Source: an optimization exercise on an open RTL-to-GDS flow (aim: small area, a short achievable clock period and few clock cycles per item). Production flows keep margins and buffers that such runs may drop.
No functional check of the RTL was part of this run.

File: flow/config.mk
export PLATFORM = sky130hd
export DESIGN_NAME = tdc_le_conv
export DESIGN_NICKNAME = tdc_le_conv
export VERILOG_FILES = /design/flow/design.v
export SDC_FILE = /design/flow/constraint.sdc
export NUM_CORES = 4
export LEC_CHECK = 0
export CAP_MARGIN = 20
export CORE_MARGIN = 2
export CORE_UTILIZATION = 40
export SLEW_MARGIN = 20
File: flow/constraint.sdc
create_clock -name core_clock -period 12.0 [get_ports {clk}]
set_input_delay 2.4000 -clock core_clock [delete_from_list [all_inputs] [get_ports {clk}]]
set_output_delay 2.4000 -clock core_clock [all_outputs]
set_load 0.01 [all_outputs]
File: flow/design.v
module tdc_le_conv (
  input  wire        clk,
  input  wire        rst,           
  input  wire        cmd_valid,
  output wire        cmd_ready,
  input  wire [1:0]  cmd_op,        
  input  wire        cmd_interp,    
  input  wire [11:0] cmd_a,         
  input  wire [12:0] cmd_b,         
  output reg         res_valid,
  output reg         res_pair,      
  output reg         res_ok,        
  output reg         res_void,      
  output reg         res_interp,
  output reg  [11:0] res_coarse,
  output reg  [8:0]  res_fine,
  output reg  [1:0]  res_frame      
);
  function [14:0] rcp_rom;
    input [10:0] d;
    begin
      case (d)
      11'd768: rcp_rom = 15'd21845;
      11'd769: rcp_rom = 15'd21817;
      11'd770: rcp_rom = 15'd21789;
      11'd771: rcp_rom = 15'd21760;
      11'd772: rcp_rom = 15'd21732;
      11'd773: rcp_rom = 15'd21704;
      11'd774: rcp_rom = 15'd21676;
      11'd775: rcp_rom = 15'd21648;
      11'd776: rcp_rom = 15'd21620;
      11'd777: rcp_rom = 15'd21592;
      11'd778: rcp_rom = 15'd21565;
      11'd779: rcp_rom = 15'd21537;
      11'd780: rcp_rom = 15'd21509;
      11'd781: rcp_rom = 15'd21482;
      11'd782: rcp_rom = 15'd21454;
      11'd783: rcp_rom = 15'd21427;
      11'd784: rcp_rom = 15'd21400;
      11'd785: rcp_rom = 15'd21372;
      11'd786: rcp_rom = 15'd21345;
      11'd787: rcp_rom = 15'd21318;
      11'd788: rcp_rom = 15'd21291;
      11'd789: rcp_rom = 15'd21264;
      11'd790: rcp_rom = 15'd21237;
      11'd791: rcp_rom = 15'd21210;
      11'd792: rcp_rom = 15'd21183;
      11'd793: rcp_rom = 15'd21157;
      11'd794: rcp_rom = 15'd21130;
      11'd795: rcp_rom = 15'd21103;
      11'd796: rcp_rom = 15'd21077;
      11'd797: rcp_rom = 15'd21050;
      11'd798: rcp_rom = 15'd21024;
      11'd799: rcp_rom = 15'd20998;
      11'd800: rcp_rom = 15'd20972;
      11'd801: rcp_rom = 15'd20945;
      11'd802: rcp_rom = 15'd20919;
      11'd803: rcp_rom = 15'd20893;
      11'd804: rcp_rom = 15'd20867;
      11'd805: rcp_rom = 15'd20841;
      11'd806: rcp_rom = 15'd20815;
      11'd807: rcp_rom = 15'd20790;
      11'd808: rcp_rom = 15'd20764;
      11'd809: rcp_rom = 15'd20738;
      11'd810: rcp_rom = 15'd20713;
      11'd811: rcp_rom = 15'd20687;
      11'd812: rcp_rom = 15'd20662;
      11'd813: rcp_rom = 15'd20636;
      11'd814: rcp_rom = 15'd20611;
      11'd815: rcp_rom = 15'd20586;
      11'd816: rcp_rom = 15'd20560;
      11'd817: rcp_rom = 15'd20535;
      11'd818: rcp_rom = 15'd20510;
      11'd819: rcp_rom = 15'd20485;
      11'd820: rcp_rom = 15'd20460;
      11'd821: rcp_rom = 15'd20435;
      11'd822: rcp_rom = 15'd20410;
      11'd823: rcp_rom = 15'd20385;
      11'd824: rcp_rom = 15'd20361;
      11'd825: rcp_rom = 15'd20336;
      11'd826: rcp_rom = 15'd20311;
      11'd827: rcp_rom = 15'd20287;
      11'd828: rcp_rom = 15'd20262;
      11'd829: rcp_rom = 15'd20238;
      11'd830: rcp_rom = 15'd20214;
      11'd831: rcp_rom = 15'd20189;
      11'd832: rcp_rom = 15'd20165;
      11'd833: rcp_rom = 15'd20141;
      11'd834: rcp_rom = 15'd20117;
      11'd835: rcp_rom = 15'd20092;
      11'd836: rcp_rom = 15'd20068;
      11'd837: rcp_rom = 15'd20044;
      11'd838: rcp_rom = 15'd20021;
      11'd839: rcp_rom = 15'd19997;
      11'd840: rcp_rom = 15'd19973;
      11'd841: rcp_rom = 15'd19949;
      11'd842: rcp_rom = 15'd19925;
      11'd843: rcp_rom = 15'd19902;
      11'd844: rcp_rom = 15'd19878;
      11'd845: rcp_rom = 15'd19855;
      11'd846: rcp_rom = 15'd19831;
      11'd847: rcp_rom = 15'd19808;
      11'd848: rcp_rom = 15'd19784;
      11'd849: rcp_rom = 15'd19761;
      11'd850: rcp_rom = 15'd19738;
      11'd851: rcp_rom = 15'd19715;
      11'd852: rcp_rom = 15'd19692;
      11'd853: rcp_rom = 15'd19668;
      11'd854: rcp_rom = 15'd19645;
      11'd855: rcp_rom = 15'd19622;
      11'd856: rcp_rom = 15'd19600;
      11'd857: rcp_rom = 15'd19577;
      11'd858: rcp_rom = 15'd19554;
      11'd859: rcp_rom = 15'd19531;
      11'd860: rcp_rom = 15'd19508;
      11'd861: rcp_rom = 15'd19486;
      11'd862: rcp_rom = 15'd19463;
      11'd863: rcp_rom = 15'd19441;
      11'd864: rcp_rom = 15'd19418;
      11'd865: rcp_rom = 15'd19396;
      11'd866: rcp_rom = 15'd19373;
      11'd867: rcp_rom = 15'd19351;
      11'd868: rcp_rom = 15'd19329;
      11'd869: rcp_rom = 15'd19306;
      11'd870: rcp_rom = 15'd19284;
      11'd871: rcp_rom = 15'd19262;
      11'd872: rcp_rom = 15'd19240;
      11'd873: rcp_rom = 15'd19218;
      11'd874: rcp_rom = 15'd19196;
      11'd875: rcp_rom = 15'd19174;
      11'd876: rcp_rom = 15'd19152;
      11'd877: rcp_rom = 15'd19130;
      11'd878: rcp_rom = 15'd19108;
      11'd879: rcp_rom = 15'd19087;
      11'd880: rcp_rom = 15'd19065;
      11'd881: rcp_rom = 15'd19043;
      11'd882: rcp_rom = 15'd19022;
      11'd883: rcp_rom = 15'd19000;
      11'd884: rcp_rom = 15'd18979;
      11'd885: rcp_rom = 15'd18957;
      11'd886: rcp_rom = 15'd18936;
      11'd887: rcp_rom = 15'd18915;
      11'd888: rcp_rom = 15'd18893;
      11'd889: rcp_rom = 15'd18872;
      11'd890: rcp_rom = 15'd18851;
      11'd891: rcp_rom = 15'd18830;
      11'd892: rcp_rom = 15'd18809;
      11'd893: rcp_rom = 15'd18787;
      11'd894: rcp_rom = 15'd18766;
      11'd895: rcp_rom = 15'd18745;
      11'd896: rcp_rom = 15'd18725;
      11'd897: rcp_rom = 15'd18704;
      11'd898: rcp_rom = 15'd18683;
      11'd899: rcp_rom = 15'd18662;
      11'd900: rcp_rom = 15'd18641;
      11'd901: rcp_rom = 15'd18621;
      11'd902: rcp_rom = 15'd18600;
      11'd903: rcp_rom = 15'd18579;
      11'd904: rcp_rom = 15'd18559;
      11'd905: rcp_rom = 15'd18538;
      11'd906: rcp_rom = 15'd18518;
      11'd907: rcp_rom = 15'd18497;
      11'd908: rcp_rom = 15'd18477;
      11'd909: rcp_rom = 15'd18457;
      11'd910: rcp_rom = 15'd18437;
      11'd911: rcp_rom = 15'd18416;
      11'd912: rcp_rom = 15'd18396;
      11'd913: rcp_rom = 15'd18376;
      11'd914: rcp_rom = 15'd18356;
      11'd915: rcp_rom = 15'd18336;
      11'd916: rcp_rom = 15'd18316;
      11'd917: rcp_rom = 15'd18296;
      11'd918: rcp_rom = 15'd18276;
      11'd919: rcp_rom = 15'd18256;
      11'd920: rcp_rom = 15'd18236;
      11'd921: rcp_rom = 15'd18216;
      11'd922: rcp_rom = 15'd18197;
      11'd923: rcp_rom = 15'd18177;
      11'd924: rcp_rom = 15'd18157;
      11'd925: rcp_rom = 15'd18138;
      11'd926: rcp_rom = 15'd18118;
      11'd927: rcp_rom = 15'd18098;
      11'd928: rcp_rom = 15'd18079;
      11'd929: rcp_rom = 15'd18059;
      11'd930: rcp_rom = 15'd18040;
      11'd931: rcp_rom = 15'd18021;
      11'd932: rcp_rom = 15'd18001;
      11'd933: rcp_rom = 15'd17982;
      11'd934: rcp_rom = 15'd17963;
      11'd935: rcp_rom = 15'd17944;
      11'd936: rcp_rom = 15'd17924;
      11'd937: rcp_rom = 15'd17905;
      11'd938: rcp_rom = 15'd17886;
      11'd939: rcp_rom = 15'd17867;
      11'd940: rcp_rom = 15'd17848;
      11'd941: rcp_rom = 15'd17829;
      11'd942: rcp_rom = 15'd17810;
      11'd943: rcp_rom = 15'd17791;
      11'd944: rcp_rom = 15'd17772;
      11'd945: rcp_rom = 15'd17754;
      11'd946: rcp_rom = 15'd17735;
      11'd947: rcp_rom = 15'd17716;
      11'd948: rcp_rom = 15'd17697;
      11'd949: rcp_rom = 15'd17679;
      11'd950: rcp_rom = 15'd17660;
      11'd951: rcp_rom = 15'd17642;
      11'd952: rcp_rom = 15'd17623;
      11'd953: rcp_rom = 15'd17605;
      11'd954: rcp_rom = 15'd17586;
      11'd955: rcp_rom = 15'd17568;
      11'd956: rcp_rom = 15'd17549;
      11'd957: rcp_rom = 15'd17531;
      11'd958: rcp_rom = 15'd17513;
      11'd959: rcp_rom = 15'd17494;
      11'd960: rcp_rom = 15'd17476;
      11'd961: rcp_rom = 15'd17458;
      11'd962: rcp_rom = 15'd17440;
      11'd963: rcp_rom = 15'd17422;
      11'd964: rcp_rom = 15'd17404;
      11'd965: rcp_rom = 15'd17386;
      11'd966: rcp_rom = 15'd17368;
      11'd967: rcp_rom = 15'd17350;
      11'd968: rcp_rom = 15'd17332;
      11'd969: rcp_rom = 15'd17314;
      11'd970: rcp_rom = 15'd17296;
      11'd971: rcp_rom = 15'd17278;
      11'd972: rcp_rom = 15'd17261;
      11'd973: rcp_rom = 15'd17243;
      11'd974: rcp_rom = 15'd17225;
      11'd975: rcp_rom = 15'd17207;
      11'd976: rcp_rom = 15'd17190;
      11'd977: rcp_rom = 15'd17172;
      11'd978: rcp_rom = 15'd17155;
      11'd979: rcp_rom = 15'd17137;
      11'd980: rcp_rom = 15'd17120;
      11'd981: rcp_rom = 15'd17102;
      11'd982: rcp_rom = 15'd17085;
      11'd983: rcp_rom = 15'd17067;
      11'd984: rcp_rom = 15'd17050;
      11'd985: rcp_rom = 15'd17033;
      11'd986: rcp_rom = 15'd17015;
      11'd987: rcp_rom = 15'd16998;
      11'd988: rcp_rom = 15'd16981;
      11'd989: rcp_rom = 15'd16964;
      11'd990: rcp_rom = 15'd16947;
      11'd991: rcp_rom = 15'd16930;
      11'd992: rcp_rom = 15'd16913;
      11'd993: rcp_rom = 15'd16895;
      11'd994: rcp_rom = 15'd16878;
      11'd995: rcp_rom = 15'd16862;
      11'd996: rcp_rom = 15'd16845;
      11'd997: rcp_rom = 15'd16828;
      11'd998: rcp_rom = 15'd16811;
      11'd999: rcp_rom = 15'd16794;
      11'd1000: rcp_rom = 15'd16777;
      11'd1001: rcp_rom = 15'd16760;
      11'd1002: rcp_rom = 15'd16744;
      11'd1003: rcp_rom = 15'd16727;
      11'd1004: rcp_rom = 15'd16710;
      11'd1005: rcp_rom = 15'd16694;
      11'd1006: rcp_rom = 15'd16677;
      11'd1007: rcp_rom = 15'd16661;
      11'd1008: rcp_rom = 15'd16644;
      11'd1009: rcp_rom = 15'd16628;
      11'd1010: rcp_rom = 15'd16611;
      11'd1011: rcp_rom = 15'd16595;
      11'd1012: rcp_rom = 15'd16578;
      11'd1013: rcp_rom = 15'd16562;
      11'd1014: rcp_rom = 15'd16546;
      11'd1015: rcp_rom = 15'd16529;
      11'd1016: rcp_rom = 15'd16513;
      11'd1017: rcp_rom = 15'd16497;
      11'd1018: rcp_rom = 15'd16481;
      11'd1019: rcp_rom = 15'd16464;
      11'd1020: rcp_rom = 15'd16448;
      11'd1021: rcp_rom = 15'd16432;
      11'd1022: rcp_rom = 15'd16416;
      11'd1023: rcp_rom = 15'd16400;
      11'd1024: rcp_rom = 15'd16384;
      11'd1025: rcp_rom = 15'd16368;
      11'd1026: rcp_rom = 15'd16352;
      11'd1027: rcp_rom = 15'd16336;
      11'd1028: rcp_rom = 15'd16320;
      11'd1029: rcp_rom = 15'd16304;
      11'd1030: rcp_rom = 15'd16289;
      11'd1031: rcp_rom = 15'd16273;
      11'd1032: rcp_rom = 15'd16257;
      11'd1033: rcp_rom = 15'd16241;
      11'd1034: rcp_rom = 15'd16226;
      11'd1035: rcp_rom = 15'd16210;
      11'd1036: rcp_rom = 15'd16194;
      11'd1037: rcp_rom = 15'd16179;
      11'd1038: rcp_rom = 15'd16163;
      11'd1039: rcp_rom = 15'd16147;
      11'd1040: rcp_rom = 15'd16132;
      11'd1041: rcp_rom = 15'd16116;
      11'd1042: rcp_rom = 15'd16101;
      11'd1043: rcp_rom = 15'd16086;
      11'd1044: rcp_rom = 15'd16070;
      11'd1045: rcp_rom = 15'd16055;
      11'd1046: rcp_rom = 15'd16039;
      11'd1047: rcp_rom = 15'd16024;
      11'd1048: rcp_rom = 15'd16009;
      11'd1049: rcp_rom = 15'd15994;
      11'd1050: rcp_rom = 15'd15978;
      11'd1051: rcp_rom = 15'd15963;
      11'd1052: rcp_rom = 15'd15948;
      11'd1053: rcp_rom = 15'd15933;
      11'd1054: rcp_rom = 15'd15918;
      11'd1055: rcp_rom = 15'd15903;
      11'd1056: rcp_rom = 15'd15888;
      11'd1057: rcp_rom = 15'd15872;
      11'd1058: rcp_rom = 15'd15857;
      11'd1059: rcp_rom = 15'd15843;
      11'd1060: rcp_rom = 15'd15828;
      11'd1061: rcp_rom = 15'd15813;
      11'd1062: rcp_rom = 15'd15798;
      11'd1063: rcp_rom = 15'd15783;
      11'd1064: rcp_rom = 15'd15768;
      11'd1065: rcp_rom = 15'd15753;
      11'd1066: rcp_rom = 15'd15738;
      11'd1067: rcp_rom = 15'd15724;
      11'd1068: rcp_rom = 15'd15709;
      11'd1069: rcp_rom = 15'd15694;
      11'd1070: rcp_rom = 15'd15680;
      11'd1071: rcp_rom = 15'd15665;
      11'd1072: rcp_rom = 15'd15650;
      11'd1073: rcp_rom = 15'd15636;
      11'd1074: rcp_rom = 15'd15621;
      11'd1075: rcp_rom = 15'd15607;
      11'd1076: rcp_rom = 15'd15592;
      11'd1077: rcp_rom = 15'd15578;
      11'd1078: rcp_rom = 15'd15563;
      11'd1079: rcp_rom = 15'd15549;
      11'd1080: rcp_rom = 15'd15534;
      11'd1081: rcp_rom = 15'd15520;
      11'd1082: rcp_rom = 15'd15506;
      11'd1083: rcp_rom = 15'd15491;
      11'd1084: rcp_rom = 15'd15477;
      11'd1085: rcp_rom = 15'd15463;
      11'd1086: rcp_rom = 15'd15449;
      11'd1087: rcp_rom = 15'd15434;
      11'd1088: rcp_rom = 15'd15420;
      11'd1089: rcp_rom = 15'd15406;
      11'd1090: rcp_rom = 15'd15392;
      11'd1091: rcp_rom = 15'd15378;
      11'd1092: rcp_rom = 15'd15364;
      11'd1093: rcp_rom = 15'd15350;
      11'd1094: rcp_rom = 15'd15336;
      11'd1095: rcp_rom = 15'd15322;
      11'd1096: rcp_rom = 15'd15308;
      11'd1097: rcp_rom = 15'd15294;
      11'd1098: rcp_rom = 15'd15280;
      11'd1099: rcp_rom = 15'd15266;
      11'd1100: rcp_rom = 15'd15252;
      11'd1101: rcp_rom = 15'd15238;
      11'd1102: rcp_rom = 15'd15224;
      11'd1103: rcp_rom = 15'd15211;
      11'd1104: rcp_rom = 15'd15197;
      11'd1105: rcp_rom = 15'd15183;
      11'd1106: rcp_rom = 15'd15169;
      11'd1107: rcp_rom = 15'd15156;
      11'd1108: rcp_rom = 15'd15142;
      11'd1109: rcp_rom = 15'd15128;
      11'd1110: rcp_rom = 15'd15115;
      11'd1111: rcp_rom = 15'd15101;
      11'd1112: rcp_rom = 15'd15087;
      11'd1113: rcp_rom = 15'd15074;
      11'd1114: rcp_rom = 15'd15060;
      11'd1115: rcp_rom = 15'd15047;
      11'd1116: rcp_rom = 15'd15033;
      11'd1117: rcp_rom = 15'd15020;
      11'd1118: rcp_rom = 15'd15006;
      11'd1119: rcp_rom = 15'd14993;
      11'd1120: rcp_rom = 15'd14980;
      11'd1121: rcp_rom = 15'd14966;
      11'd1122: rcp_rom = 15'd14953;
      11'd1123: rcp_rom = 15'd14940;
      11'd1124: rcp_rom = 15'd14926;
      11'd1125: rcp_rom = 15'd14913;
      11'd1126: rcp_rom = 15'd14900;
      11'd1127: rcp_rom = 15'd14887;
      11'd1128: rcp_rom = 15'd14873;
      11'd1129: rcp_rom = 15'd14860;
      11'd1130: rcp_rom = 15'd14847;
      11'd1131: rcp_rom = 15'd14834;
      11'd1132: rcp_rom = 15'd14821;
      11'd1133: rcp_rom = 15'd14808;
      11'd1134: rcp_rom = 15'd14795;
      11'd1135: rcp_rom = 15'd14782;
      11'd1136: rcp_rom = 15'd14769;
      11'd1137: rcp_rom = 15'd14756;
      11'd1138: rcp_rom = 15'd14743;
      11'd1139: rcp_rom = 15'd14730;
      11'd1140: rcp_rom = 15'd14717;
      11'd1141: rcp_rom = 15'd14704;
      11'd1142: rcp_rom = 15'd14691;
      11'd1143: rcp_rom = 15'd14678;
      11'd1144: rcp_rom = 15'd14665;
      11'd1145: rcp_rom = 15'd14653;
      11'd1146: rcp_rom = 15'd14640;
      11'd1147: rcp_rom = 15'd14627;
      11'd1148: rcp_rom = 15'd14614;
      11'd1149: rcp_rom = 15'd14602;
      11'd1150: rcp_rom = 15'd14589;
      11'd1151: rcp_rom = 15'd14576;
      11'd1152: rcp_rom = 15'd14564;
      11'd1153: rcp_rom = 15'd14551;
      11'd1154: rcp_rom = 15'd14538;
      11'd1155: rcp_rom = 15'd14526;
      11'd1156: rcp_rom = 15'd14513;
      11'd1157: rcp_rom = 15'd14501;
      11'd1158: rcp_rom = 15'd14488;
      11'd1159: rcp_rom = 15'd14476;
      11'd1160: rcp_rom = 15'd14463;
      11'd1161: rcp_rom = 15'd14451;
      11'd1162: rcp_rom = 15'd14438;
      11'd1163: rcp_rom = 15'd14426;
      11'd1164: rcp_rom = 15'd14413;
      11'd1165: rcp_rom = 15'd14401;
      11'd1166: rcp_rom = 15'd14389;
      11'd1167: rcp_rom = 15'd14376;
      11'd1168: rcp_rom = 15'd14364;
      11'd1169: rcp_rom = 15'd14352;
      11'd1170: rcp_rom = 15'd14340;
      11'd1171: rcp_rom = 15'd14327;
      11'd1172: rcp_rom = 15'd14315;
      11'd1173: rcp_rom = 15'd14303;
      11'd1174: rcp_rom = 15'd14291;
      11'd1175: rcp_rom = 15'd14278;
      11'd1176: rcp_rom = 15'd14266;
      11'd1177: rcp_rom = 15'd14254;
      11'd1178: rcp_rom = 15'd14242;
      11'd1179: rcp_rom = 15'd14230;
      11'd1180: rcp_rom = 15'd14218;
      11'd1181: rcp_rom = 15'd14206;
      11'd1182: rcp_rom = 15'd14194;
      11'd1183: rcp_rom = 15'd14182;
      11'd1184: rcp_rom = 15'd14170;
      11'd1185: rcp_rom = 15'd14158;
      11'd1186: rcp_rom = 15'd14146;
      11'd1187: rcp_rom = 15'd14134;
      11'd1188: rcp_rom = 15'd14122;
      11'd1189: rcp_rom = 15'd14110;
      11'd1190: rcp_rom = 15'd14099;
      11'd1191: rcp_rom = 15'd14087;
      11'd1192: rcp_rom = 15'd14075;
      11'd1193: rcp_rom = 15'd14063;
      11'd1194: rcp_rom = 15'd14051;
      11'd1195: rcp_rom = 15'd14040;
      11'd1196: rcp_rom = 15'd14028;
      11'd1197: rcp_rom = 15'd14016;
      11'd1198: rcp_rom = 15'd14004;
      11'd1199: rcp_rom = 15'd13993;
      11'd1200: rcp_rom = 15'd13981;
      11'd1201: rcp_rom = 15'd13969;
      11'd1202: rcp_rom = 15'd13958;
      11'd1203: rcp_rom = 15'd13946;
      11'd1204: rcp_rom = 15'd13935;
      11'd1205: rcp_rom = 15'd13923;
      11'd1206: rcp_rom = 15'd13911;
      11'd1207: rcp_rom = 15'd13900;
      11'd1208: rcp_rom = 15'd13888;
      11'd1209: rcp_rom = 15'd13877;
      11'd1210: rcp_rom = 15'd13865;
      11'd1211: rcp_rom = 15'd13854;
      11'd1212: rcp_rom = 15'd13843;
      11'd1213: rcp_rom = 15'd13831;
      11'd1214: rcp_rom = 15'd13820;
      11'd1215: rcp_rom = 15'd13808;
      11'd1216: rcp_rom = 15'd13797;
      11'd1217: rcp_rom = 15'd13786;
      11'd1218: rcp_rom = 15'd13774;
      11'd1219: rcp_rom = 15'd13763;
      11'd1220: rcp_rom = 15'd13752;
      11'd1221: rcp_rom = 15'd13741;
      11'd1222: rcp_rom = 15'd13729;
      11'd1223: rcp_rom = 15'd13718;
      11'd1224: rcp_rom = 15'd13707;
      11'd1225: rcp_rom = 15'd13696;
      11'd1226: rcp_rom = 15'd13685;
      11'd1227: rcp_rom = 15'd13673;
      11'd1228: rcp_rom = 15'd13662;
      11'd1229: rcp_rom = 15'd13651;
      11'd1230: rcp_rom = 15'd13640;
      11'd1231: rcp_rom = 15'd13629;
      11'd1232: rcp_rom = 15'd13618;
      11'd1233: rcp_rom = 15'd13607;
      11'd1234: rcp_rom = 15'd13596;
      11'd1235: rcp_rom = 15'd13585;
      11'd1236: rcp_rom = 15'd13574;
      11'd1237: rcp_rom = 15'd13563;
      11'd1238: rcp_rom = 15'd13552;
      11'd1239: rcp_rom = 15'd13541;
      11'd1240: rcp_rom = 15'd13530;
      11'd1241: rcp_rom = 15'd13519;
      11'd1242: rcp_rom = 15'd13508;
      11'd1243: rcp_rom = 15'd13497;
      11'd1244: rcp_rom = 15'd13487;
      11'd1245: rcp_rom = 15'd13476;
      11'd1246: rcp_rom = 15'd13465;
      11'd1247: rcp_rom = 15'd13454;
      11'd1248: rcp_rom = 15'd13443;
      11'd1249: rcp_rom = 15'd13433;
      11'd1250: rcp_rom = 15'd13422;
      11'd1251: rcp_rom = 15'd13411;
      11'd1252: rcp_rom = 15'd13400;
      11'd1253: rcp_rom = 15'd13390;
      11'd1254: rcp_rom = 15'd13379;
      11'd1255: rcp_rom = 15'd13368;
      11'd1256: rcp_rom = 15'd13358;
      11'd1257: rcp_rom = 15'd13347;
      11'd1258: rcp_rom = 15'd13336;
      11'd1259: rcp_rom = 15'd13326;
      11'd1260: rcp_rom = 15'd13315;
      11'd1261: rcp_rom = 15'd13305;
      11'd1262: rcp_rom = 15'd13294;
      11'd1263: rcp_rom = 15'd13284;
      11'd1264: rcp_rom = 15'd13273;
      11'd1265: rcp_rom = 15'd13263;
      11'd1266: rcp_rom = 15'd13252;
      11'd1267: rcp_rom = 15'd13242;
      11'd1268: rcp_rom = 15'd13231;
      11'd1269: rcp_rom = 15'd13221;
      11'd1270: rcp_rom = 15'd13210;
      11'd1271: rcp_rom = 15'd13200;
      11'd1272: rcp_rom = 15'd13190;
      11'd1273: rcp_rom = 15'd13179;
      11'd1274: rcp_rom = 15'd13169;
      11'd1275: rcp_rom = 15'd13159;
      11'd1276: rcp_rom = 15'd13148;
      11'd1277: rcp_rom = 15'd13138;
      11'd1278: rcp_rom = 15'd13128;
      11'd1279: rcp_rom = 15'd13117;
      11'd1280: rcp_rom = 15'd13107;
      default: rcp_rom = 15'd0;
      endcase
    end
  endfunction
  reg         f_v;
  reg  [1:0]  f_op;
  reg         f_i;
  reg  [11:0] f_a;
  reg  [12:0] f_b;
  reg  [5:0]  rot;                  
  reg  [3:0]  rot_w;                
  reg  [4:0]  fill;                 
  wire f_hit  = (f_op == 2'd0);
  wire f_pair = (f_op == 2'd1);
  wire f_wr   = (f_op == 2'd2) && (f_a[5:0] != 6'd0);
  wire can_issue = !(f_hit && (fill != 5'd0)) && !(f_wr && (f_a[3:0] != rot_w));
  wire iss    = f_v && can_issue;
  assign cmd_ready = !f_v || can_issue;
  reg         p1_hit, p1_pair, p1_wr;
  reg         p1_i;
  reg  [11:0] p1_a;
  reg  [12:0] p1_b;
  wire [12:0] pd1  = {1'b0, p1_b[11:0]} - {1'b0, p1_a};
  wire        acc1 = !pd1[12] && (pd1[11:0] >= 12'd768) && (pd1[11:0] <= 12'd1280);
  reg         p2_hit, p2_pair, p2_wr, p2_ok;
  reg         p2_i;
  reg  [11:0] p2_a;
  reg  [12:0] p2_b;
  reg  [10:0] p2_d;
  reg         st_have [0:1];
  reg  [11:0] st_c1   [0:1];
  reg  [10:0] st_d    [0:1];
  reg  [14:0] st_rcp  [0:1];
  wire [14:0] rcp2 = rcp_rom(p2_d);
  wire [12:0] n2   = {1'b0, st_c1[p2_i]} - {1'b0, p2_b[11:0]};    
  reg         p3_hit, p3_pair, p3_wr, p3_ok;
  reg         p3_i;
  reg  [11:0] p3_a;
  reg  [12:0] p3_b;
  reg  [12:0] p3_n;
  reg  [14:0] p3_rcp;
  reg  [10:0] p3_d;
  reg         p3_hv;
  wire signed [26:0] x3 = $signed(p3_n[11:0]) * $signed({1'b0, p3_rcp});
  wire [12:0] q3    = {4'd0, p3_d[10:2]};
  wire [12:0] h3    = {2'd0, p3_d} + q3;
  wire        void3 = !p3_hv || ($signed(p3_n) > $signed(q3)) ||
                      ($signed(p3_n) < -$signed(h3));
  reg         p4_hit, p4_pair, p4_wr, p4_ok, p4_void;
  reg         p4_i;
  reg  [11:0] p4_a;
  reg  [12:0] p4_b;
  reg  [26:0] p4_x;
  wire [13:0] coarse4 = {2'b00, p4_a} - 14'd1 + {{11{p4_x[26]}}, p4_x[26:24]};
  wire [5:0]  s4      = p4_x[23:18];
  wire [5:0]  idx4    = s4 + ~rot;             
  wire [5:0]  widx4   = p4_a[5:0] + ~rot;
  reg         p5_hit, p5_pair, p5_wr, p5_ok, p5_void;
  reg         p5_i;
  reg  [13:0] p5_coarse;
  reg  [3:0]  p5_o;
  reg         p5_s0, p5_s63;
  reg  [5:0]  p5_idx;
  reg  [1:0]  p5_wj;
  reg  [12:0] p5_wd;
  reg  [64*13-1:0] ring0, ring1;
  wire [4:0]  ei5 = p5_idx[5:1] + {4'd0, p5_idx[0]};    
  wire [4:0]  oi5 = p5_idx[5:1];
  reg  [12:0] ev5, od5;
  integer k;
  always @* begin
    ev5 = 13'd0;
    od5 = 13'd0;
    for (k = 0; k < 32; k = k + 1) begin
      if (ei5 == k) ev5 = p5_i ? ring1[26*k +: 13] : ring0[26*k +: 13];
      if (oi5 == k) od5 = p5_i ? ring1[26*k + 13 +: 13] : ring0[26*k + 13 +: 13];
    end
  end
  wire [12:0] e0_5 = p5_s0  ? 13'd0    : (p5_idx[0] ? od5 : ev5);
  wire [12:0] e1_5 = p5_s63 ? 13'd4096 : (p5_idx[0] ? ev5 : od5);
  reg         p6_hit, p6_pair, p6_ok, p6_void;
  reg         p6_i;
  reg  [13:0] p6_coarse;
  reg  [3:0]  p6_o;
  reg  [12:0] p6_e0, p6_e1;
  wire [15:0] w6 = {p6_e0[11:0], 4'd0} + ({3'b000, p6_e1} - {3'b000, p6_e0}) * {12'd0, p6_o};
  wire        lo6 = p6_coarse[13];
  wire        hi6 = !p6_coarse[13] && (p6_coarse[12:0] >= 13'd4000);
  wire [11:0] co6 = hi6 ? p6_coarse[11:0] - 12'd4000 :
                    lo6 ? p6_coarse[11:0] + 12'd4000 : p6_coarse[11:0];
  wire        cv6 = p6_hit && !p6_void;
  integer j;
  reg [64*13-1:0] nr0, nr1;
  reg [5:0]       fs;
  always @* begin
    nr0 = {ring0[12:0], ring0[64*13-1:13]};
    nr1 = {ring1[12:0], ring1[64*13-1:13]};
    for (j = 0; j < 4; j = j + 1) begin
      fs = rot + 6'd16 * j[5:0];
      if (p5_wr && !p5_i && p5_wj == j)      nr0[((16*j+63)%64)*13 +: 13] = p5_wd;
      else if (fill != 5'd0)                 nr0[((16*j+63)%64)*13 +: 13] = {1'b0, fs, 6'd0};
      if (p5_wr && p5_i && p5_wj == j)       nr1[((16*j+63)%64)*13 +: 13] = p5_wd;
      else if (fill != 5'd0)                 nr1[((16*j+63)%64)*13 +: 13] = {1'b0, fs, 6'd0};
    end
  end
  always @(posedge clk) begin
    ring0 <= nr0;
    ring1 <= nr1;
    if (cmd_ready) begin
      f_op <= cmd_op;
      f_i  <= cmd_interp;
      f_a  <= cmd_a;
      f_b  <= cmd_b;
    end
    p1_i <= f_i;  p1_a <= f_a;  p1_b <= f_b;
    p2_i <= p1_i; p2_a <= p1_a; p2_b <= p1_b; p2_d <= pd1[10:0]; p2_ok <= acc1;
    if (p2_pair && p2_ok) begin
      st_have[p2_i] <= 1'b1;
      st_c1[p2_i]   <= p2_a;
      st_d[p2_i]    <= p2_d;
      st_rcp[p2_i]  <= rcp2;
    end
    p3_i <= p2_i; p3_a <= p2_a; p3_b <= p2_b; p3_ok <= p2_ok;
    p3_n <= n2; p3_rcp <= st_rcp[p2_i]; p3_d <= st_d[p2_i]; p3_hv <= st_have[p2_i];
    p4_i <= p3_i; p4_a <= p3_a; p4_b <= p3_b; p4_ok <= p3_ok;
    p4_x <= x3; p4_void <= void3;
    p5_i <= p4_i; p5_ok <= p4_ok; p5_void <= p4_void;
    p5_coarse <= coarse4;
    p5_o   <= p4_x[17:14];
    p5_s0  <= (s4 == 6'd0);
    p5_s63 <= (s4 == 6'd63);
    p5_idx <= idx4;
    p5_wj  <= widx4[5:4];
    p5_wd  <= p4_b;
    p6_i <= p5_i; p6_ok <= p5_ok; p6_void <= p5_void;
    p6_coarse <= p5_coarse; p6_o <= p5_o;
    p6_e0 <= e0_5; p6_e1 <= e1_5;
    res_valid  <= p6_hit || p6_pair;
    res_pair   <= p6_pair;
    res_ok     <= p6_pair && p6_ok;
    res_void   <= p6_hit && p6_void;
    res_interp <= p6_i;
    res_coarse <= cv6 ? co6 : 12'd0;
    res_fine   <= cv6 ? w6[15:7] : 9'd0;
    res_frame  <= !cv6 ? 2'b00 : hi6 ? 2'b01 : lo6 ? 2'b11 : 2'b00;
    if (rst) begin
      f_v   <= 1'b0;
      rot   <= 6'd0;
      rot_w <= 4'd5;
      fill  <= 5'd16;
      st_have[0] <= 1'b0;
      st_have[1] <= 1'b0;
      p1_hit <= 1'b0; p1_pair <= 1'b0; p1_wr <= 1'b0;
      p2_hit <= 1'b0; p2_pair <= 1'b0; p2_wr <= 1'b0;
      p3_hit <= 1'b0; p3_pair <= 1'b0; p3_wr <= 1'b0;
      p4_hit <= 1'b0; p4_pair <= 1'b0; p4_wr <= 1'b0;
      p5_hit <= 1'b0; p5_pair <= 1'b0; p5_wr <= 1'b0;
      p6_hit <= 1'b0; p6_pair <= 1'b0;
      res_valid <= 1'b0;
    end else begin
      if (cmd_ready) f_v <= cmd_valid;
      rot   <= rot + 6'd1;
      rot_w <= rot_w + 4'd1;
      if (fill != 5'd0) fill <= fill - 5'd1;
      p1_hit <= iss && f_hit;  p1_pair <= iss && f_pair; p1_wr <= iss && f_wr;
      p2_hit <= p1_hit; p2_pair <= p1_pair; p2_wr <= p1_wr;
      p3_hit <= p2_hit; p3_pair <= p2_pair; p3_wr <= p2_wr;
      p4_hit <= p3_hit; p4_pair <= p3_pair; p4_wr <= p3_wr;
      p5_hit <= p4_hit; p5_pair <= p4_pair; p5_wr <= p4_wr;
      p6_hit <= p5_hit; p6_pair <= p5_pair;
    end
  end
endmodule
File: flow/run.sh
#!/bin/bash
# synth_recipe.tcl (not shown) runs the flow's synth.tcl, then flattens the netlist and writes it again
# the make line also repeats each setting of config.mk as NAME=value (left out here)
make -C /OpenROAD-flow-scripts/flow DESIGN_CONFIG=/design/flow/config.mk WORK_HOME=/design/flow/orfs CLKGATE_MAP_FILE= SYNTH_SCRIPT=/design/flow/synth_recipe.tcl finish
==> run_results.csv <==
group,metric,value,unit
status,status,"aborted with a tool error",
status,stop_stage,"1_2_yosys",
status,stop_error,"ERROR: TCL interpreter returned an error: Source files actually used in the design:",
logic_synthesis,yosys_warnings,1,
